What follows belongs to an exercise in optimizing a design on an open flow for small area, a short achievable clock period and few clock cycles per item; a production flow would make more cautious choices.
Function was checked by simulation only, so behaviour that the tests miss may differ from the original.

<file path="flow/run.sh">
#!/bin/bash
# Layout flow: the standard flow (standard.sh), except that synthesis
# maps the logic with abc_map.script (ABC's "map" with a delay target, which
# keeps XOR gates) instead of ORFS's ABC script. Registers are mapped by
# the same yosys steps as in the standard synthesis, before ABC runs.
# Each tool's output goes to a log file here: synth.log, layout.log.
set -euo pipefail
W=$(pwd)
F=$W/flow
{
  echo "proc abc {args} {"
  echo "  set i [lsearch -exact \$args -script]"
  echo "  if {\$i >= 0} { set args [lreplace \$args \$i [expr {\$i + 1}] -script $F/abc_map.script] }"
  echo "  yosys abc {*}\$args"
  echo "}"
  cat "$W/synth_recipe.tcl"
} > "$W/own_synth.tcl"
sed "s|SYNTH_SCRIPT=[^ ]*|SYNTH_SCRIPT=$W/own_synth.tcl|" "$W/standard.sh" > "$W/own_standard.sh"
grep -q "SYNTH_SCRIPT=$W/own_synth.tcl" "$W/own_standard.sh"
bash "$W/own_standard.sh" synth > "$W/synth.log" 2>&1
bash "$W/own_standard.sh" > "$W/layout.log" 2>&1
</file>
<file path="flow/abc_map.script">
strash
dch
map -D 4000
topo
stime -c
buffer -c
upsize -c
dnsize -c
</file>
<file path="standard.sh">
#!/bin/bash
# synth_recipe.tcl (not shown) runs the flow's synth.tcl, then flattens the netlist and writes it again
# the make line also repeats each setting of config.mk as NAME=value (left out here)
make -C /OpenROAD-flow-scripts/flow DESIGN_CONFIG=/design/flow/config.mk WORK_HOME=/design/flow/orfs CLKGATE_MAP_FILE= SYNTH_SCRIPT=/design/flow/synth_recipe.tcl "${@:-finish}"
</file>
<file path="config.mk">
export PLATFORM = sky130hd
export DESIGN_NAME = xts_aes256_enc
export DESIGN_NICKNAME = xts_aes256_enc
export VERILOG_FILES = /design/flow/design.v
export SDC_FILE = /design/flow/constraint.sdc
export NUM_CORES = 4
export LEC_CHECK = 0
export CAP_MARGIN = 20
export CORE_MARGIN = 2
export CORE_UTILIZATION = 40
export PLACE_DENSITY = 0.5
export SLEW_MARGIN = 20
</file>
<file path="constraint.sdc">
create_clock -name core_clock -period 10.0 [get_ports {clk}]
set_input_delay 2.0000 -clock core_clock [delete_from_list [all_inputs] [get_ports {clk}]]
set_output_delay 2.0000 -clock core_clock [all_outputs]
set_load 0.01 [all_outputs]
</file>
<file path="design.v">
module aes_sbox (
    input  wire [7:0] a,
    output wire [7:0] y
);
    wire U0 = a[7], U1 = a[6], U2 = a[5], U3 = a[4], U4 = a[3], U5 = a[2], U6 = a[1], U7 = a[0];
    wire T1, T2, T3, T4, T5, T6, T7, T8, T9, T10, T11, T12, T13, T14, T15, T16, T17, T18, T19, T20, T21, T22, T23, T24, T25, T26, T27, M1, M2, M3, M4, M5, M6, M7, M8, M9, M10, M11, M12, M13, M14, M15, M16, M17, M18, M19, M20, M21, M22, M23, M24, M25, M26, M27, M28, M29, M30, M31, M32, M33, M34, M35, M36, M37, M38, M39, M40, M41, M42, M43, M44, M45, M46, M47, M48, M49, M50, M51, M52, M53, M54, M55, M56, M57, M58, M59, M60, M61, M62, M63, L0, L1, L2, L3, L4, L5, L6, L7, L8, L9, L10, L11, L12, L13, L14, L15, L16, L17, L18, L19, L20, L21, L22, L23, L24, L25, L26, L27, L28, L29, S0, S1, S2, S3, S4, S5, S6, S7;
    assign T1 = U0 ^ U3;
    assign T2 = U0 ^ U5;
    assign T3 = U0 ^ U6;
    assign T4 = U3 ^ U5;
    assign T5 = U4 ^ U6;
    assign T6 = T1 ^ T5;
    assign T7 = U1 ^ U2;
    assign T8 = U7 ^ T6;
    assign T9 = U7 ^ T7;
    assign T10 = T6 ^ T7;
    assign T11 = U1 ^ U5;
    assign T12 = U2 ^ U5;
    assign T13 = T3 ^ T4;
    assign T14 = T6 ^ T11;
    assign T15 = T5 ^ T11;
    assign T16 = T5 ^ T12;
    assign T17 = T9 ^ T16;
    assign T18 = U3 ^ U7;
    assign T19 = T7 ^ T18;
    assign T20 = T1 ^ T19;
    assign T21 = U6 ^ U7;
    assign T22 = T7 ^ T21;
    assign T23 = T2 ^ T22;
    assign T24 = T2 ^ T10;
    assign T25 = T20 ^ T17;
    assign T26 = T3 ^ T16;
    assign T27 = T1 ^ T12;
    assign M1 = T13 & T6;
    assign M2 = T23 & T8;
    assign M3 = T14 ^ M1;
    assign M4 = T19 & U7;
    assign M5 = M4 ^ M1;
    assign M6 = T3 & T16;
    assign M7 = T22 & T9;
    assign M8 = T26 ^ M6;
    assign M9 = T20 & T17;
    assign M10 = M9 ^ M6;
    assign M11 = T1 & T15;
    assign M12 = T4 & T27;
    assign M13 = M12 ^ M11;
    assign M14 = T2 & T10;
    assign M15 = M14 ^ M11;
    assign M16 = M3 ^ M2;
    assign M17 = M5 ^ T24;
    assign M18 = M8 ^ M7;
    assign M19 = M10 ^ M15;
    assign M20 = M16 ^ M13;
    assign M21 = M17 ^ M15;
    assign M22 = M18 ^ M13;
    assign M23 = M19 ^ T25;
    assign M24 = M22 ^ M23;
    assign M25 = M22 & M20;
    assign M26 = M21 ^ M25;
    assign M27 = M20 ^ M21;
    assign M28 = M23 ^ M25;
    assign M29 = M28 & M27;
    assign M30 = M26 & M24;
    assign M31 = M20 & M23;
    assign M32 = M27 & M31;
    assign M33 = M27 ^ M25;
    assign M34 = M21 & M22;
    assign M35 = M24 & M34;
    assign M36 = M24 ^ M25;
    assign M37 = M21 ^ M29;
    assign M38 = M32 ^ M33;
    assign M39 = M23 ^ M30;
    assign M40 = M35 ^ M36;
    assign M41 = M38 ^ M40;
    assign M42 = M37 ^ M39;
    assign M43 = M37 ^ M38;
    assign M44 = M39 ^ M40;
    assign M45 = M42 ^ M41;
    assign M46 = M44 & T6;
    assign M47 = M40 & T8;
    assign M48 = M39 & U7;
    assign M49 = M43 & T16;
    assign M50 = M38 & T9;
    assign M51 = M37 & T17;
    assign M52 = M42 & T15;
    assign M53 = M45 & T27;
    assign M54 = M41 & T10;
    assign M55 = M44 & T13;
    assign M56 = M40 & T23;
    assign M57 = M39 & T19;
    assign M58 = M43 & T3;
    assign M59 = M38 & T22;
    assign M60 = M37 & T20;
    assign M61 = M42 & T1;
    assign M62 = M45 & T4;
    assign M63 = M41 & T2;
    assign L0 = M61 ^ M62;
    assign L1 = M50 ^ M56;
    assign L2 = M46 ^ M48;
    assign L3 = M47 ^ M55;
    assign L4 = M54 ^ M58;
    assign L5 = M49 ^ M61;
    assign L6 = M62 ^ L5;
    assign L7 = M46 ^ L3;
    assign L8 = M51 ^ M59;
    assign L9 = M52 ^ M53;
    assign L10 = M53 ^ L4;
    assign L11 = M60 ^ L2;
    assign L12 = M48 ^ M51;
    assign L13 = M50 ^ L0;
    assign L14 = M52 ^ M61;
    assign L15 = M55 ^ L1;
    assign L16 = M56 ^ L0;
    assign L17 = M57 ^ L1;
    assign L18 = M58 ^ L8;
    assign L19 = M63 ^ L4;
    assign L20 = L0 ^ L1;
    assign L21 = L1 ^ L7;
    assign L22 = L3 ^ L12;
    assign L23 = L18 ^ L2;
    assign L24 = L15 ^ L9;
    assign L25 = L6 ^ L10;
    assign L26 = L7 ^ L9;
    assign L27 = L8 ^ L10;
    assign L28 = L11 ^ L14;
    assign L29 = L11 ^ L17;
    assign S0 = L6 ^ L24;
    assign S1 = ~(L16 ^ L26);
    assign S2 = ~(L19 ^ L28);
    assign S3 = L6 ^ L21;
    assign S4 = L20 ^ L22;
    assign S5 = L25 ^ L29;
    assign S6 = ~(L13 ^ L27);
    assign S7 = ~(L6 ^ L23);
    assign y = {S0, S1, S2, S3, S4, S5, S6, S7};
endmodule
module xts_aes256_enc (
    input  wire         clk,
    input  wire         rst,         
    input  wire         start,
    input  wire [255:0] key1,
    input  wire [255:0] key2,
    input  wire [127:0] tweak,
    output reg          idle,
    input  wire         in_valid,
    input  wire [127:0] in_data,
    input  wire         in_last,
    output reg          in_ready,
    output reg          out_valid,
    output reg  [127:0] out_data,
    output reg          out_last
);
    function [127:0] mul_alpha;
        input [127:0] v;
        integer i;
        reg [7:0] b, prev;
        begin
            for (i = 0; i < 16; i = i + 1) begin
                b    = v[127-8*i -: 8];
                prev = (i == 0) ? (v[7] ? 8'h87 : 8'h00) : {7'd0, v[127-8*(i-1)]};
                mul_alpha[127-8*i -: 8] = {b[6:0], 1'b0} ^ prev;
            end
        end
    endfunction
    wire start_take = start && idle;
    wire accept     = in_valid && in_ready;
    reg [255:0] k1;          
    reg [127:0] t_in;        
    reg [127:0] t_out;       
    reg         last_seen;   
    reg         kact;
    reg         kph;
    reg [3:0]   kr;
    reg         krot;        
    reg [127:0] kp, kc;
    reg [127:0] kq;          
    reg [3:0]   kw;
    reg         kwe;
    wire [31:0] sw_out;
    genvar gi;
    generate
        for (gi = 0; gi < 4; gi = gi + 1) begin : g_ksbox
            aes_sbox u_ksbox (.a(kc[31-8*gi -: 8]), .y(sw_out[31-8*gi -: 8]));
        end
    endgenerate
    reg [7:0] rcon;
    always @(*) begin
        case (kr)
            4'd2:    rcon = 8'h01;
            4'd4:    rcon = 8'h02;
            4'd6:    rcon = 8'h04;
            4'd8:    rcon = 8'h08;
            4'd10:   rcon = 8'h10;
            4'd12:   rcon = 8'h20;
            4'd14:   rcon = 8'h40;
            default: rcon = 8'h00;
        endcase
    end
    wire [31:0]  ktmp = (krot ? {sw_out[23:0], sw_out[31:24]} : sw_out) ^ {rcon, 24'h000000};
    wire [31:0]  p1   = kp[127:96] ^ kp[95:64];
    wire [31:0]  p2   = p1 ^ kp[63:32];
    wire [31:0]  p3   = p2 ^ kp[31:0];
    wire [127:0] knext = {kp[127:96] ^ ktmp, p1 ^ ktmp, p2 ^ ktmp, p3 ^ ktmp};
    always @(posedge clk) begin
        if (rst) begin
            kact <= 1'b0;
            kwe  <= 1'b0;
        end else begin
            kwe <= kact;
            if (start_take)
                kact <= 1'b1;
            else if (kact && kr == 4'd14 && kph)
                kact <= 1'b0;
        end
        kq <= knext;
        kw <= kr;
        if (idle) begin
            kph  <= 1'b0;
            kr   <= 4'd2;
            krot <= 1'b1;
            kp   <= key2[255:128];
            kc   <= key2[127:0];
        end else if (kact) begin
            if (kr == 4'd14) begin
                kph  <= 1'b1;
                kr   <= 4'd2;
                krot <= 1'b1;
                kp   <= k1[255:128];
                kc   <= k1[127:0];
            end else begin
                kr   <= kr + 4'd1;
                krot <= ~krot;
                kp   <= kc;
                kc   <= knext;
            end
        end
    end
    wire [127:0] x   [0:13];
    wire         v   [0:13];    
    wire         tw  [0:13];    
    wire         lst [0:13];    
    wire [127:0] rk  [1:14];
    reg [127:0] x0;
    reg         v0, tw0, l0;
    assign x[0] = x0;  assign v[0] = v0;  assign tw[0] = tw0;  assign lst[0] = l0;
    reg          acc_q;
    reg          tpend;      
    wire [127:0] t_now = acc_q ? mul_alpha(t_in) : t_in;
    wire [127:0] tk    = t_now ^ k1[255:128];
    always @(posedge clk) begin
        if (idle)
            x0 <= tweak ^ key2[255:128];
        else if (!tpend)
            x0 <= in_data ^ tk;
        tw0 <= tpend;
        l0  <= in_last;
        if (rst) begin
            v0    <= 1'b0;
            acc_q <= 1'b0;
            tpend <= 1'b0;
        end else begin
            v0    <= tpend || accept;
            acc_q <= accept;
            tpend <= start_take;
        end
    end
    assign rk[1] = tw[0] ? kp : k1[127:0];
    generate
        for (gi = 2; gi <= 14; gi = gi + 1) begin : g_rk
            reg [127:0] rkq;
            always @(posedge clk)
                if (kwe && kw == gi)
                    rkq <= kq;
            assign rk[gi] = rkq;
        end
        for (gi = 1; gi <= 13; gi = gi + 1) begin : g_stage
            wire [127:0] y;
            aes_round #(.FINAL(0)) u_round (.s(x[gi-1]), .k(rk[gi]), .y(y));
            reg [127:0] xq;
            reg         vq, twq, lq;
            always @(posedge clk) begin
                xq  <= y;
                twq <= tw[gi-1];
                lq  <= lst[gi-1];
                if (rst)
                    vq <= 1'b0;
                else
                    vq <= v[gi-1];
            end
            assign x[gi] = xq;  assign v[gi] = vq;  assign tw[gi] = twq;  assign lst[gi] = lq;
        end
    endgenerate
    wire [127:0] y14;
    aes_round #(.FINAL(1)) u_round14 (.s(x[13]), .k(rk[14]), .y(y14));
    wire tweak_done = v[13] && tw[13];
    wire block_done = v[13] && !tw[13];
    always @(posedge clk) begin
        out_data <= y14 ^ t_out;
        if (idle)
            k1 <= key1;
        if (tweak_done) begin
            t_in  <= y14;
            t_out <= y14;
        end else begin
            t_in <= t_now;
            if (block_done)
                t_out <= mul_alpha(t_out);
        end
        if (rst) begin
            idle      <= 1'b1;
            in_ready  <= 1'b0;
            last_seen <= 1'b0;
            out_valid <= 1'b0;
            out_last  <= 1'b0;
        end else begin
            out_valid <= block_done;
            out_last  <= block_done && lst[13];
            if (start_take)
                idle <= 1'b0;
            else if (!idle && (last_seen || (accept && in_last)) && !kact) begin
                idle      <= 1'b1;
                last_seen <= 1'b0;
            end else if (accept && in_last)
                last_seen <= 1'b1;
            if (tweak_done)
                in_ready <= 1'b1;
            else if (accept && in_last)
                in_ready <= 1'b0;
        end
    end
endmodule
module aes_round #(parameter FINAL = 0) (
    input  wire [127:0] s,
    input  wire [127:0] k,
    output wire [127:0] y
);
    wire [127:0] sb;
    genvar gi;
    generate
        for (gi = 0; gi < 16; gi = gi + 1) begin : g_sbox
            aes_sbox u_sbox (.a(s[127-8*gi -: 8]), .y(sb[127-8*gi -: 8]));
        end
    endgenerate
    function [7:0] xtime;
        input [7:0] b;
        xtime = {b[6:0], 1'b0} ^ (b[7] ? 8'h1b : 8'h00);
    endfunction
    function [7:0] byte_of;
        input [127:0] v;
        input integer i;
        byte_of = v[127-8*i -: 8];
    endfunction
    reg [127:0] sr;          
    reg [127:0] yr;
    integer r, c;
    reg [7:0] a0, a1, a2, a3, t01, t12, t23, t30;
    always @(*) begin
        for (c = 0; c < 4; c = c + 1)
            for (r = 0; r < 4; r = r + 1)
                sr[127-8*(4*c+r) -: 8] = byte_of(sb, 4*((c + r) % 4) + r);
        for (c = 0; c < 4; c = c + 1) begin
            a0  = byte_of(sr, 4*c+0);
            a1  = byte_of(sr, 4*c+1);
            a2  = byte_of(sr, 4*c+2);
            a3  = byte_of(sr, 4*c+3);
            t01 = a0 ^ a1;
            t12 = a1 ^ a2;
            t23 = a2 ^ a3;
            t30 = a3 ^ a0;
            if (FINAL)
                yr[127-32*c -: 32] = {a0, a1, a2, a3} ^ k[127-32*c -: 32];
            else begin
                yr[127-8*(4*c+0) -: 8] = xtime(t01) ^ (t23 ^ (a1 ^ byte_of(k, 4*c+0)));
                yr[127-8*(4*c+1) -: 8] = xtime(t12) ^ (t30 ^ (a2 ^ byte_of(k, 4*c+1)));
                yr[127-8*(4*c+2) -: 8] = xtime(t23) ^ (t01 ^ (a3 ^ byte_of(k, 4*c+2)));
                yr[127-8*(4*c+3) -: 8] = xtime(t30) ^ (t12 ^ (a0 ^ byte_of(k, 4*c+3)));
            end
        end
    end
    assign y = yr;
endmodule
</file>
==> results of run 1 <==
worst max-delay path by stage:
stage	startpoint	to	slack, ns
global placement	kc[30]$_DFFE_PP_	kc[26]$_DFFE_PP_	2.66
global route	kc[6]$_DFFE_PP_	kc[3]$_DFFE_PP_	2.60
floorplan	kw[1]$_DFF_P_	g_rk[3].rkq[0]$_DFFE_PP_	1.97
detailed placement	kc[14]$_DFFE_PP_	kc[18]$_DFFE_PP_	2.97
CTS	kc[14]$_DFFE_PP_	kc[18]$_DFFE_PP_	2.94
finish	kc[14]$_DFFE_PP_	kc[18]$_DFFE_PP_	2.84
placed cells by master (no fill, tap or decap), types with 33 or more instances in the layout:
| cell type | count |
|---|---|
| inv_2 | 37 |
| dfxtp_1 | 1976 |
| xnor2_1 | 7755 |
| nor2_1 | 4492 |
| mux2i_1 | 194 |
| xnor2_2 | 218 |
| nand4_1 | 76 |
| a21oi_1 | 696 |
| nand2_1 | 10000 |
| o211ai_1 | 113 |
| inv_1 | 5209 |
| dfxtp_4 | 112 |
| nand2_2 | 87 |
| o21ai_1 | 258 |
| o21a_1 | 61 |
| clkinvlp_4 | 36 |
| clkbuf_16 | 621 |
| xor2_2 | 452 |
| o22ai_1 | 181 |
| xor2_1 | 13900 |
| a22oi_1 | 92 |
| clkbuf_8 | 52 |
| clkinv_2 | 79 |
| ha_1 | 459 |
| or2_0 | 104 |
| diode_2 | 1416 |
| o21ai_2 | 40 |
| clkbuf_1 | 114 |
| and2_1 | 50 |
| o21ai_0 | 1418 |
| bufinv_16 | 38 |
| nor3_1 | 56 |
| buf_4 | 363 |
| nand3_1 | 921 |
| or2_1 | 250 |
| edfxtp_1 | 2432 |
| clkdlybuf4s50_1 | 904 |
| a21o_1 | 50 |
| or2_2 | 1239 |
| nor2_2 | 33 |
per-stage QoR:
step	instance area, sq um	hold WS (ns)	utilization (%)	worst slack (ns)
floorplan	431000	0.310	-	1.97
global placement	462000	0.310	42.9	2.66
detailed placement	462000	0.312	43.0	2.97
CTS	482000	0.325	44.8	2.94
global route	484000	0.328	45.0	2.60
finish	486000	0.324	45.2	2.84
synthesized netlist by cell type (all sizes together), types with 61 or more instances:
| cell type | count |
|---|---|
| a21oi | 705 |
| edfxtp | 2432 |
| xor2 | 14300 |
| mux2i | 217 |
| o21ai | 1716 |
| or2 | 1595 |
| nand2 | 10100 |
| nand3 | 922 |
| o22ai | 182 |
| nor2 | 4540 |
| ha | 459 |
| o21a | 61 |
| nand4 | 76 |
| xnor2 | 7982 |
| inv | 5248 |
| dfxtp | 2109 |
| o211ai | 114 |
| a22oi | 92 |
| clkbuf | 210 |
routing by layer:
metal | track usage [%] | part of all wire, % | routed length (um) | up-vias
met5 | 0 | 0.014 | 276 | -
met4 | 23.0 | 6.4 | 127000 | 40
met3 | 6.01 | 8.3 | 163000 | 2934
met2 | 52.3 | 43 | 855000 | 16800
met1 | 45.6 | 42 | 823000 | 172000
li1 | - | - | - | 169000
cell families after synthesis:
kind of cell	after synthesis	synth area share (%)
AO/OA/AOI/OAI	2969	3.75
XOR/XNOR	22300	46.3
adder cells (fa/ha/maj)	459	1.33
buffers and inverters	5503	4.79
flip-flops	4541	26.7
multiplexers	217	0.503
AND/OR/NAND/NOR	17400	16.6
layout make-up:
| type | count | area, sq um | area share [%] |
|---|---|---|---|
| Clock buffer | 790 | 16700 | 3.44 |
| Timing Repair Buffer | 1286 | 12200 | 2.51 |
| Sequential cell | 4541 | 116000 | 23.8 |
| Tap cell | 14400 | 18000 | 3.70 |
| Multi-Input combinational cell | 43400 | 297000 | 61.1 |
| Antenna cell | 1416 | 3540 | 0.730 |
| Inverter | 5251 | 19700 | 4.06 |
| Clock inverter | 287 | 3120 | 0.643 |
==> summary.md, run 1 <==
| Metric | Value |
|---|---|
| Status | failed layout checks |
| Fail Reasons | antenna violations |
| Setup TNS | 0 ns |
| Largest net degree at the start of global routing | approximately 140 |
| Die Y | 1040 um |
| Starting density of the core | between 40 and 50% |
| Vias in the first global route | around 340k |
| Post-DRT Antenna Nets | 2 |
| FP Rows | approximately 380 |
| Syn_nets | 54600 |
| Final HPWL DP | between 1500000 and 2000000 um |
| Max Fanout on Critical Path | 6 |
| Slew HR | 1.42% |
| Post-CTS Repair Setup Buffers | 0 |
| Clock-pin slew on the worst setup and hold paths | roughly 0.060 ns |
| R2R depth | 24 |
| Max Cap Violations | 0 |
| Core box area | 1.08 sq mm |
| Layout cell share with drive strength beyond 1 | under 10% |
| GRT overflow | 0 |
| WS Path Type | reg2reg |
| All-Layer GR Usage | around a third |
| DIE AREA | between 1 and 1.5 sq mm |
| Hold buffer count at cts | 0 |
| Final setup viols | 0 |
| Yosys cell types | between 60 and 70 |
| Number of H-tree levels | 6 |
| Chip Width | ~1000 um |
| Post-synth EDFFs | roughly 2400 |
| Min-Delay Path Class | reg2reg |
| Routed vias | 361000 |
| Top cells by area, synth | xor2_1 28%, edfxtp_1 17%, xnor2_1 16% |
| FF-to-FF Start | kc[14]$_DFFE_PP_ |
| Delay-heaviest family, CP | XOR/XNOR gates |
| Crit path largest cell delay | a little under 1 ns |
| Primary FF master, synth | edfxtp_1 |
| Hold depth | 0 |
| Routed len/inst | around 28 um |
| Post-Syn Area per Cell | about 8 sq um |
| Post-Layout Cell Count | between 70000 and 80000 |
| Ys Warns | 3 |
| Routed WL | a little under 2000000 um |
| Clock Path Buffers | 5 |
| Post-route minimum period | between 7 and 8 ns |
| GPL Wtd Cong | roughly 1.0 |
| Cell count after placement | 68800 |
| RSZ-0062 raised after global routing | false |
| Nets | ~56000 |
| # fillers | between 100k and 150k |
| Hold Path Origin | g_stage[12].lq$_DFF_P_ |
| Initial antenna violation count | between 400 and 500 |
| Slew Viols, Final | 0 |
| FF-to-FF setup slack | about 2.8 ns |
| CTS resizes | 0 |
| Tcrit/Tclk final | a little under three quarters |
| Crit. End Element | register |
| WP buf/inv | 1 |
| CTS Root Cell | clkbuf_16 |
| Clock latency (worst-skew pair) | around 1.2 ns |
| IO Count | between 900 and 1000 |
| TritonRoute pass-1 iters | 7 |
| CP Cell Sequence | xor2_1 > xor2_1 > xor2_1 > xor2_1 > ha_1 > xor2_1 > xor2_1 > xor2_1 > inv_1 > o21ai_0 > o21ai_2 > xnor2_2 > xor2_1 > nand2_1 > xnor2_2 > xnor2_2 > xor2_1 > xor2_1 > nand2_1 > nand2_1 > xor2_1 > xor2_1 > nor2_1 > o21ai_1 |
| Worst r2r dst | kc[18]$_DFFE_PP_ |
| Layout Area Growth over Synthesis | 12.6% |
| Clock buffer count from CTS | 585 |
| WP data arrival | 8.09 ns |
| Syn Inst Count | around 53000 |
| Synth area leader | xor2_1 |
| TritonCTS clock tree | built |
| Worst path slowest cell | xor2_1 |
| CTS Sinks | 4541 |
| Max Clk Rate | about 140 MHz |
| DRC | 0 |
| Seq/Total Area, Yosys | about a quarter |
| Synthesized area | about 0.43 sq mm |
| Clock Skew | around 0.13 ns |
| Hold Path Sink | g_stage[13].lq$_DFF_P_ |
| Crit path depth | 24 |
| Final Hold Vio Count | 0 |
| #FFs+latches synth | 4541 |
| Biggest regs | g_rk.rkq x1664, g_stage.xq x1664, k1 x256 |
| DR vias/cell | between 5 and 6 |
| Worst EP required | ~11 ns |
| Post-synth top area share | between 20% and 30% |
| Most used cell, CP | xor2_1 |
| IO Port Bufs | ~900 |
| DR iter-0 viols | about 42000 |
| First-pass GRT wire length | about 2700000 um |
| Startpoint types | register |
| Slew @ Worst Pin | 1.47 ns |
| Fraction of registers with async set/reset | 0% |
Testbench counts, summed over its fixed seeds: cycles 6,040, blocks 4,896.
==> run 2, diff against run 1 <==
--- a/design.v
+++ b/design.v
@@ -171,8 +171,10 @@
     reg         kact;
     reg         kph;
+    reg         kstep;
     reg [3:0]   kr;
     reg         krot;        
     reg [127:0] kp, kc;
-    reg [127:0] kq;          
+    reg [31:0]  ksb;
+    reg [127:0] kqa, kqb, kqc;   
     reg [3:0]   kw;
     reg         kwe;
@@ -197,5 +199,5 @@
         endcase
     end
-    wire [31:0]  ktmp = (krot ? {sw_out[23:0], sw_out[31:24]} : sw_out) ^ {rcon, 24'h000000};
+    wire [31:0]  ktmp = (krot ? {ksb[23:0], ksb[31:24]} : ksb) ^ {rcon, 24'h000000};
     wire [31:0]  p1   = kp[127:96] ^ kp[95:64];
     wire [31:0]  p2   = p1 ^ kp[63:32];
@@ -207,63 +209,77 @@
             kwe  <= 1'b0;
         end else begin
-            kwe <= kact;
+            kwe <= kact && kstep;
             if (start_take)
                 kact <= 1'b1;
-            else if (kact && kr == 4'd14 && kph)
+            else if (kact && kstep && kr == 4'd14 && kph)
                 kact <= 1'b0;
         end
-        kq <= knext;
-        kw <= kr;
+        ksb <= sw_out;
+        if (kr <= 4'd5)
+            kqa <= knext;
+        else if (kr <= 4'd9)
+            kqb <= knext;
+        else
+            kqc <= knext;
+        kw  <= kr;
         if (idle) begin
-            kph  <= 1'b0;
-            kr   <= 4'd2;
-            krot <= 1'b1;
-            kp   <= key2[255:128];
-            kc   <= key2[127:0];
+            kph   <= 1'b0;
+            kstep <= 1'b0;
+            kr    <= 4'd2;
+            krot  <= 1'b1;
+            kp    <= key2[255:128];
+            kc    <= key2[127:0];
         end else if (kact) begin
-            if (kr == 4'd14) begin
-                kph  <= 1'b1;
-                kr   <= 4'd2;
-                krot <= 1'b1;
-                kp   <= k1[255:128];
-                kc   <= k1[127:0];
-            end else begin
-                kr   <= kr + 4'd1;
-                krot <= ~krot;
-                kp   <= kc;
-                kc   <= knext;
+            kstep <= ~kstep;
+            if (kstep) begin
+                if (kr == 4'd14) begin
+                    kph  <= 1'b1;
+                    kr   <= 4'd2;
+                    krot <= 1'b1;
+                    kp   <= k1[255:128];
+                    kc   <= k1[127:0];
+                end else begin
+                    kr   <= kr + 4'd1;
+                    krot <= ~krot;
+                    kp   <= kc;
+                    kc   <= knext;
+                end
             end
         end
     end
     wire [127:0] x   [0:13];
-    wire         v   [0:13];    
-    wire         tw  [0:13];    
-    wire         lst [0:13];    
+    wire         xv  [0:13];    
+    wire         xt  [0:13];    
+    wire         xl  [0:13];    
+    wire [127:0] s   [1:14];
+    wire         sv  [1:14];
+    wire         st  [1:14];
+    wire         sl  [1:14];
     wire [127:0] rk  [1:14];
     reg [127:0] x0;
     reg         v0, tw0, l0;
-    assign x[0] = x0;  assign v[0] = v0;  assign tw[0] = tw0;  assign lst[0] = l0;
+    assign x[0] = x0;  assign xv[0] = v0;  assign xt[0] = tw0;  assign xl[0] = l0;
     reg          acc_q;
-    reg          tpend;      
+    wire [127:0] y14;
+    wire         tweak_done;
     wire [127:0] t_now = acc_q ? mul_alpha(t_in) : t_in;
-    wire [127:0] tk    = t_now ^ k1[255:128];
+    wire [127:0] tk    = (tweak_done ? y14 : t_now) ^ k1[255:128];
     always @(posedge clk) begin
-        if (idle)
-            x0 <= tweak ^ key2[255:128];
-        else if (!tpend)
-            x0 <= in_data ^ tk;
-        tw0 <= tpend;
+        x0  <= idle ? (tweak ^ key2[255:128]) : (in_data ^ tk);
+        tw0 <= idle;
         l0  <= in_last;
         if (rst) begin
             v0    <= 1'b0;
             acc_q <= 1'b0;
-            tpend <= 1'b0;
         end else begin
-            v0    <= tpend || accept;
+            v0    <= start_take || accept;
             acc_q <= accept;
-            tpend <= start_take;
         end
     end
-    assign rk[1] = tw[0] ? kp : k1[127:0];
+    reg [127:0] rk1q;
+    always @(posedge clk)
+        if (kact && !kstep && kr == 4'd2)
+            rk1q <= kc;
+    assign rk[1] = rk1q;
     generate
         for (gi = 2; gi <= 14; gi = gi + 1) begin : g_rk
@@ -271,28 +287,52 @@
             always @(posedge clk)
                 if (kwe && kw == gi)
-                    rkq <= kq;
+                    rkq <= (gi <= 5) ? kqa : (gi <= 9) ? kqb : kqc;
             assign rk[gi] = rkq;
         end
-        for (gi = 1; gi <= 13; gi = gi + 1) begin : g_stage
-            wire [127:0] y;
-            aes_round #(.FINAL(0)) u_round (.s(x[gi-1]), .k(rk[gi]), .y(y));
-            reg [127:0] xq;
-            reg         vq, twq, lq;
+        for (gi = 1; gi <= 14; gi = gi + 1) begin : g_stage
+            wire [127:0] sb;
+            aes_subbytes u_sb (.a(x[gi-1]), .y(sb));
+            reg [127:0] sq;
+            reg         svq, stq, slq;
             always @(posedge clk) begin
-                xq  <= y;
-                twq <= tw[gi-1];
-                lq  <= lst[gi-1];
+                sq  <= sb;
+                stq <= xt[gi-1];
+                slq <= xl[gi-1];
                 if (rst)
-                    vq <= 1'b0;
+                    svq <= 1'b0;
                 else
-                    vq <= v[gi-1];
+                    svq <= xv[gi-1];
+            end
+            assign s[gi] = sq;  assign sv[gi] = svq;  assign st[gi] = stq;  assign sl[gi] = slq;
+            if (gi < 14) begin : g_mix
+                wire [127:0] y;
+                aes_mixkey u_mk (.s(s[gi]), .k(rk[gi]), .y(y));
+                reg [127:0] xq;
+                reg         vq, twq, lq;
+                always @(posedge clk) begin
+                    xq  <= y;
+                    twq <= st[gi];
+                    lq  <= sl[gi];
+                    if (rst)
+                        vq <= 1'b0;
+                    else
+                        vq <= sv[gi];
+                end
+                assign x[gi] = xq;  assign xv[gi] = vq;  assign xt[gi] = twq;  assign xl[gi] = lq;
             end
-            assign x[gi] = xq;  assign v[gi] = vq;  assign tw[gi] = twq;  assign lst[gi] = lq;
         end
     endgenerate
-    wire [127:0] y14;
-    aes_round #(.FINAL(1)) u_round14 (.s(x[13]), .k(rk[14]), .y(y14));
-    wire tweak_done = v[13] && tw[13];
-    wire block_done = v[13] && !tw[13];
+    function [127:0] shift_rows;
+        input [127:0] v;
+        integer r, c;
+        begin
+            for (c = 0; c < 4; c = c + 1)
+                for (r = 0; r < 4; r = r + 1)
+                    shift_rows[127-8*(4*c+r) -: 8] = v[127-8*(4*((c + r) % 4) + r) -: 8];
+        end
+    endfunction
+    assign y14 = shift_rows(s[14]) ^ rk[14];
+    assign tweak_done = sv[14] && st[14];
+    wire block_done = sv[14] && !st[14];
     always @(posedge clk) begin
         out_data <= y14 ^ t_out;
@@ -315,5 +355,5 @@
         end else begin
             out_valid <= block_done;
-            out_last  <= block_done && lst[13];
+            out_last  <= block_done && sl[14];
             if (start_take)
                 idle <= 1'b0;
@@ -323,5 +363,5 @@
             end else if (accept && in_last)
                 last_seen <= 1'b1;
-            if (tweak_done)
+            if (xv[13] && xt[13])
                 in_ready <= 1'b1;
             else if (accept && in_last)
@@ -330,16 +370,20 @@
     end
 endmodule
-module aes_round #(parameter FINAL = 0) (
-    input  wire [127:0] s,
-    input  wire [127:0] k,
+module aes_subbytes (
+    input  wire [127:0] a,
     output wire [127:0] y
 );
-    wire [127:0] sb;
     genvar gi;
     generate
         for (gi = 0; gi < 16; gi = gi + 1) begin : g_sbox
-            aes_sbox u_sbox (.a(s[127-8*gi -: 8]), .y(sb[127-8*gi -: 8]));
+            aes_sbox u_sbox (.a(a[127-8*gi -: 8]), .y(y[127-8*gi -: 8]));
         end
     endgenerate
+endmodule
+module aes_mixkey (
+    input  wire [127:0] s,
+    input  wire [127:0] k,
+    output reg  [127:0] y
+);
     function [7:0] xtime;
         input [7:0] b;
@@ -352,5 +396,4 @@
     endfunction
     reg [127:0] sr;          
-    reg [127:0] yr;
     integer r, c;
     reg [7:0] a0, a1, a2, a3, t01, t12, t23, t30;
@@ -358,5 +401,5 @@
         for (c = 0; c < 4; c = c + 1)
             for (r = 0; r < 4; r = r + 1)
-                sr[127-8*(4*c+r) -: 8] = byte_of(sb, 4*((c + r) % 4) + r);
+                sr[127-8*(4*c+r) -: 8] = byte_of(s, 4*((c + r) % 4) + r);
         for (c = 0; c < 4; c = c + 1) begin
             a0  = byte_of(sr, 4*c+0);
@@ -368,14 +411,9 @@
             t23 = a2 ^ a3;
             t30 = a3 ^ a0;
-            if (FINAL)
-                yr[127-32*c -: 32] = {a0, a1, a2, a3} ^ k[127-32*c -: 32];
-            else begin
-                yr[127-8*(4*c+0) -: 8] = xtime(t01) ^ (t23 ^ (a1 ^ byte_of(k, 4*c+0)));
-                yr[127-8*(4*c+1) -: 8] = xtime(t12) ^ (t30 ^ (a2 ^ byte_of(k, 4*c+1)));
-                yr[127-8*(4*c+2) -: 8] = xtime(t23) ^ (t01 ^ (a3 ^ byte_of(k, 4*c+2)));
-                yr[127-8*(4*c+3) -: 8] = xtime(t30) ^ (t12 ^ (a0 ^ byte_of(k, 4*c+3)));
-            end
+            y[127-8*(4*c+0) -: 8] = xtime(t01) ^ (t23 ^ (a1 ^ byte_of(k, 4*c+0)));
+            y[127-8*(4*c+1) -: 8] = xtime(t12) ^ (t30 ^ (a2 ^ byte_of(k, 4*c+1)));
+            y[127-8*(4*c+2) -: 8] = xtime(t23) ^ (t01 ^ (a3 ^ byte_of(k, 4*c+2)));
+            y[127-8*(4*c+3) -: 8] = xtime(t30) ^ (t12 ^ (a0 ^ byte_of(k, 4*c+3)));
         end
     end
-    assign y = yr;
 endmodule
==> flow/run.sh (replaced) <==
#!/bin/bash
# Layout flow: the standard flow (standard.sh), except that
# - synthesis maps the logic with abc_map.script (ABC's "map" with a delay
#   target, which keeps XOR gates) instead of ORFS's ABC script; registers
#   are mapped by the same yosys steps as in the standard synthesis, before
#   ABC runs;
# - detailed routing may repair antennas in up to 12 rounds (ORFS: 5).
# Each tool's output goes to a log file here: synth.log, layout.log.
set -euo pipefail
W=$(pwd)
F=$W/flow
{
  echo "proc abc {args} {"
  echo "  set i [lsearch -exact \$args -script]"
  echo "  if {\$i >= 0} { set args [lreplace \$args \$i [expr {\$i + 1}] -script $F/abc_map.script] }"
  echo "  yosys abc {*}\$args"
  echo "}"
  cat "$W/synth_recipe.tcl"
} > "$W/own_synth.tcl"
sed "s|SYNTH_SCRIPT=[^ ]*|SYNTH_SCRIPT=$W/own_synth.tcl|" "$W/standard.sh" > "$W/own_standard.sh"
grep -q "SYNTH_SCRIPT=$W/own_synth.tcl" "$W/own_standard.sh"
bash "$W/own_standard.sh" synth > "$W/synth.log" 2>&1
bash "$W/own_standard.sh" MAX_REPAIR_ANTENNAS_ITER_DRT=12 finish > "$W/layout.log" 2>&1
--- a/config.mk
+++ b/config.mk
@@ -10,3 +10,4 @@
 export CORE_UTILIZATION = 40
 export PLACE_DENSITY = 0.5
+export SETUP_SLACK_MARGIN = 5
 export SLEW_MARGIN = 20
==> summary.md, run 2 <==
| Metric | Value |
|---|---|
| Biggest regs | g_stage.sq x1792, g_rk.rkq x1664, g_stage.g_mix.xq x1664 |
| GPL Wtd Cong | around 1 |
| Post-synth top area share | 23.5% |
| Die Y | 1090 um |
| Yosys cell types | 55 |
| Synth top cells by count | 12600 x xor2_1, 10200 x xnor2_1, 8154 x nand2_1 |
| Most used cell, CP | xnor2_1 |
| IO Count | around 900 |
| First-pass GRT wire length | approximately 2800000 um |
| Clock Path Buffers | 5 |
| Slew @ Worst Pin | 1.36 ns |
| Largest register FFs | around 1800 |
| CTS Sinks | just under 7000 |
| Crit path largest cell delay | between 0.7 and 0.8 ns |
| Final Hold Vio Count | 0 |
| Fail Reasons | antenna violations |
| RSZ-0062 raised after global routing | true |
| Tcrit/Tclk final | between 40% and 50% |
| Initial antenna violation count | just under 600 |
| Post-DRT Antenna Nets | 1 |
| Commonest non-fill, non-tap cell in the layout | xor2_1 |
| Layout Area Growth over Synthesis | 14.6% |
| Delay-heaviest family, CP | XOR/XNOR gates |
| Max Cap Violations | 0 |
| Clock Skew | between 0.07 and 0.08 ns |
| DR vias/cell | between 4 and 5 |
| Slew Viols, Final | 0 |
| Most frequent cells in the layout | 12300 x xor2_1, 10100 x xnor2_1, 8146 x nand2_1 |
| FF-to-FF setup slack | around 5.1 ns |
| Starting density of the core | between 40% and 50% |
| Syn Inst Count | between 50000 and 60000 |
| Syn_nets | about 54000 |
| Crit. End Element | register |
| Final HPWL DP | ~1700000 um |
| Status | failed layout checks |
| FP Rows | approximately 400 |
| Hold depth | 0 |
| Layout cell share with drive strength beyond 1 | under 10% |
| Most common cell in the netlist | xor2_1 |
| Synthesized area | between 0.4 and 0.5 sq mm |
| Worst EP required | 11.01 ns |
| CTS Root Cell | clkbuf_16 |
| Startpoint types | register |
| TritonCTS clock tree | built |
| Routed vias | 358000 |
| Nets | 55800 |
| Min-Delay Path Class | reg2reg |
| Top cells by area, synth | xor2_1 24%, xnor2_1 19%, edfxtp_1 18% |
| Worst path slowest cell | xnor2_1 |
| All-Layer GR Usage | 33.7% |
| WP buf/inv | 2 |
| Largest net degree at the start of global routing | about 150 |
| DR iter-0 viols | around 39000 |
| #FFs+latches synth | 6791 |
| DRC | 0 |
| Setup TNS | 0 ns |
| Seq/Total Area, Yosys | 34.9% |
| Hold Path Origin | g_stage[9].g_mix.twq$_DFF_P_ |
| Clock buffer count from CTS | between 800 and 900 |
| Routed len/inst | ~29 um |
| Fraction of registers with async set/reset | 0% |
| TritonRoute pass-1 iters | 7 |
| DIE AREA | between 1 and 1.5 sq mm |
| Vias in the first global route | between 300k and 400k |
| Core box area | between 1 and 1.5 sq mm |
| Primary FF master, synth | dfxtp_1 |
| Reg with most FFs | g_stage.sq |
| Post-route minimum period | between 4 and 5 ns |
| Max Clk Rate | about 200 MHz |
| FF-to-FF Start | g_stage[4].g_mix.xq[38]$_DFF_P_ |
| IO Port Bufs | 904 |
| WP data arrival | between 5 and 6 ns |
| Post-Layout Cell Count | a little over 70000 |
| GRT overflow | 0 |
| Clock-pin slew on the worst setup and hold paths | about 0.060 ns |
| Chip Width | roughly 1100 um |
| Post-synth EDFFs | between 2000 and 3000 |
| Final setup viols | 0 |
| CP Cell Sequence | inv_1 > nand2_1 > nand2_1 > xor2_1 > xnor2_1 > xnor2_1 > ha_1 > xnor2_1 > xor2_1 > xnor2_1 > nor2_1 > nor2_1 > inv_1 > a21oi_1 > or2_1 > nand2_1 > o21ai_0 > nand2_1 > xor2_2 > xnor2_1 |
| Clock latency (worst-skew pair) | 1.23 ns |
| Cell count after placement | roughly 69000 |
| R2R depth | 20 |
| Worst r2r dst | g_stage[5].sq[36]$_DFF_P_ |
| WS Path Type | reg2reg |
| Synth area leader | xor2_1 |
| Max Fanout on Critical Path | 7 |
| Hold Path Sink | g_stage[10].stq$_DFF_P_ |
| Hold buffer count at cts | 0 |
| Routed WL | between 2000000 and 2500000 um |
| # fillers | ~110k |
| Slew HR | approximately 8.7% |
| Ys Warns | 2 |
| Number of H-tree levels | 6 |
| Post-Syn Area per Cell | slightly below 9 sq um |
run 2: cell types whose count changed in the layout (fill, tap and decap cells not counted), moves of 198 or more:
cell       previous run  this run
clkbuf_16           621       852
o21ai_0            1418      1104
diode_2            1416      1185
xnor2_1            7755     10062
nand3_1             921       596
dfxtp_1            1976      3951
or2_2              1239       862
edfxtp_1           2432      2816
inv_1              5209      4371
buf_4               363       561
nand2_1           10011      8146
xor2_1            13858     12298
a21oi_1             696      1079
nor2_1             4492      3865
run 2: kinds of logic after synthesis:
group	after synthesis	share of synthesized area (%)
compound gates	3074	3.63
xor+xnor	23300	44.1
fa+ha+maj	460	1.22
buf+inv	4780	3.82
flops	6791	34.9
simple gates	14200	12.3
run 2: per-layer routing:
layer	part of all wire, %	vias to the layer above	track usage, %	routed length, um
met5	0.024	-	0	494
met4	6.3	76	20.2	130000
met3	7.3	3241	5.82	152000
met2	44	14400	51.4	909000
met1	43	173000	44.6	882000
li1	-	167000	-	-
run 2: worst max-delay path by stage:
stage,endpoint,depth (start not counted),start
floorplan,kqb[0]$_DFFE_PP_,5,kr[1]$_SDFFE_PP1P_
global placement,kc[2]$_DFFE_PP_,9,krot$_SDFFE_PP1P_
detailed placement,kc[2]$_DFFE_PP_,9,krot$_SDFFE_PP1P_
CTS,idle,2,idle$_SDFFE_PP1P_
global route,g_stage[5].sq[36]$_DFF_P_,21,g_stage[4].g_mix.xq[37]$_DFF_P_
finish,g_stage[5].sq[36]$_DFF_P_,20,g_stage[4].g_mix.xq[38]$_DFF_P_
run 2: layout make-up:
class / instances / area, sq um / area share (%)
timing repair buffer: 1496 / 13800 / 2.57
multi-input combinational: 41000 / 293000 / 54.4
clock buffer: 1061 / 22900 / 4.24
inverter: 4542 / 17100 / 3.17
sequential: 6791 / 164000 / 30.5
antenna: 1185 / 2970 / 0.551
clock inverter: 465 / 5070 / 0.941
tap: 15600 / 19500 / 3.62
run 2: metrics by stage:
stage / worst slack, ns / hold WS, ns / area (sq um) / util [%]
6_report: 5.09 / 0.321 / 539000 / 45.9
3_5_place_dp: 4.79 / 0.312 / 504000 / 43.0
5_1_grt: 4.80 / 0.332 / 537000 / 45.8
4_1_cts: 4.87 / 0.323 / 532000 / 45.4
3_3_place_gp: 4.84 / 0.311 / 504000 / 43.0
2_1_floorplan: 2.01 / 0.310 / 470000 / -
run 2: what timing repair did:
action                     in CTS  in global routing
resized for setup               8                371
setup endpoints to repair      18                497
setup buffers                   5                 76
cloned                          0                  0
pin swaps                       3                 32
Testbench counts of run 2, summed over its fixed seeds: cycles 6,920, blocks 4,896.

==> separate check: timing with driven ports <==
The results above use ideal ports. As a check the final layouts listed here were re-extracted and re-timed, cells and wires unchanged.
Step 1 assumes that a clkbuf_16 drives the clock port and a buf_2 every other input.
Step 2 also shifts input and output timing later by t, the mid clock arrival at the registers, as if the neighbouring blocks saw the same clock.
Three values: ideal, step 1, step 2; two values: the first two.
run | shift t [ns] | slack for setup (ns) | hold slack, ns
run 1 | 1.327 | 2.844 / 2.844 / 2.844 | 0.324 / 0.324 / 0.324
run 2 | 1.389 | 5.086 / 4.981 / 5.086 | 0.321 / 0.321 / 0.321
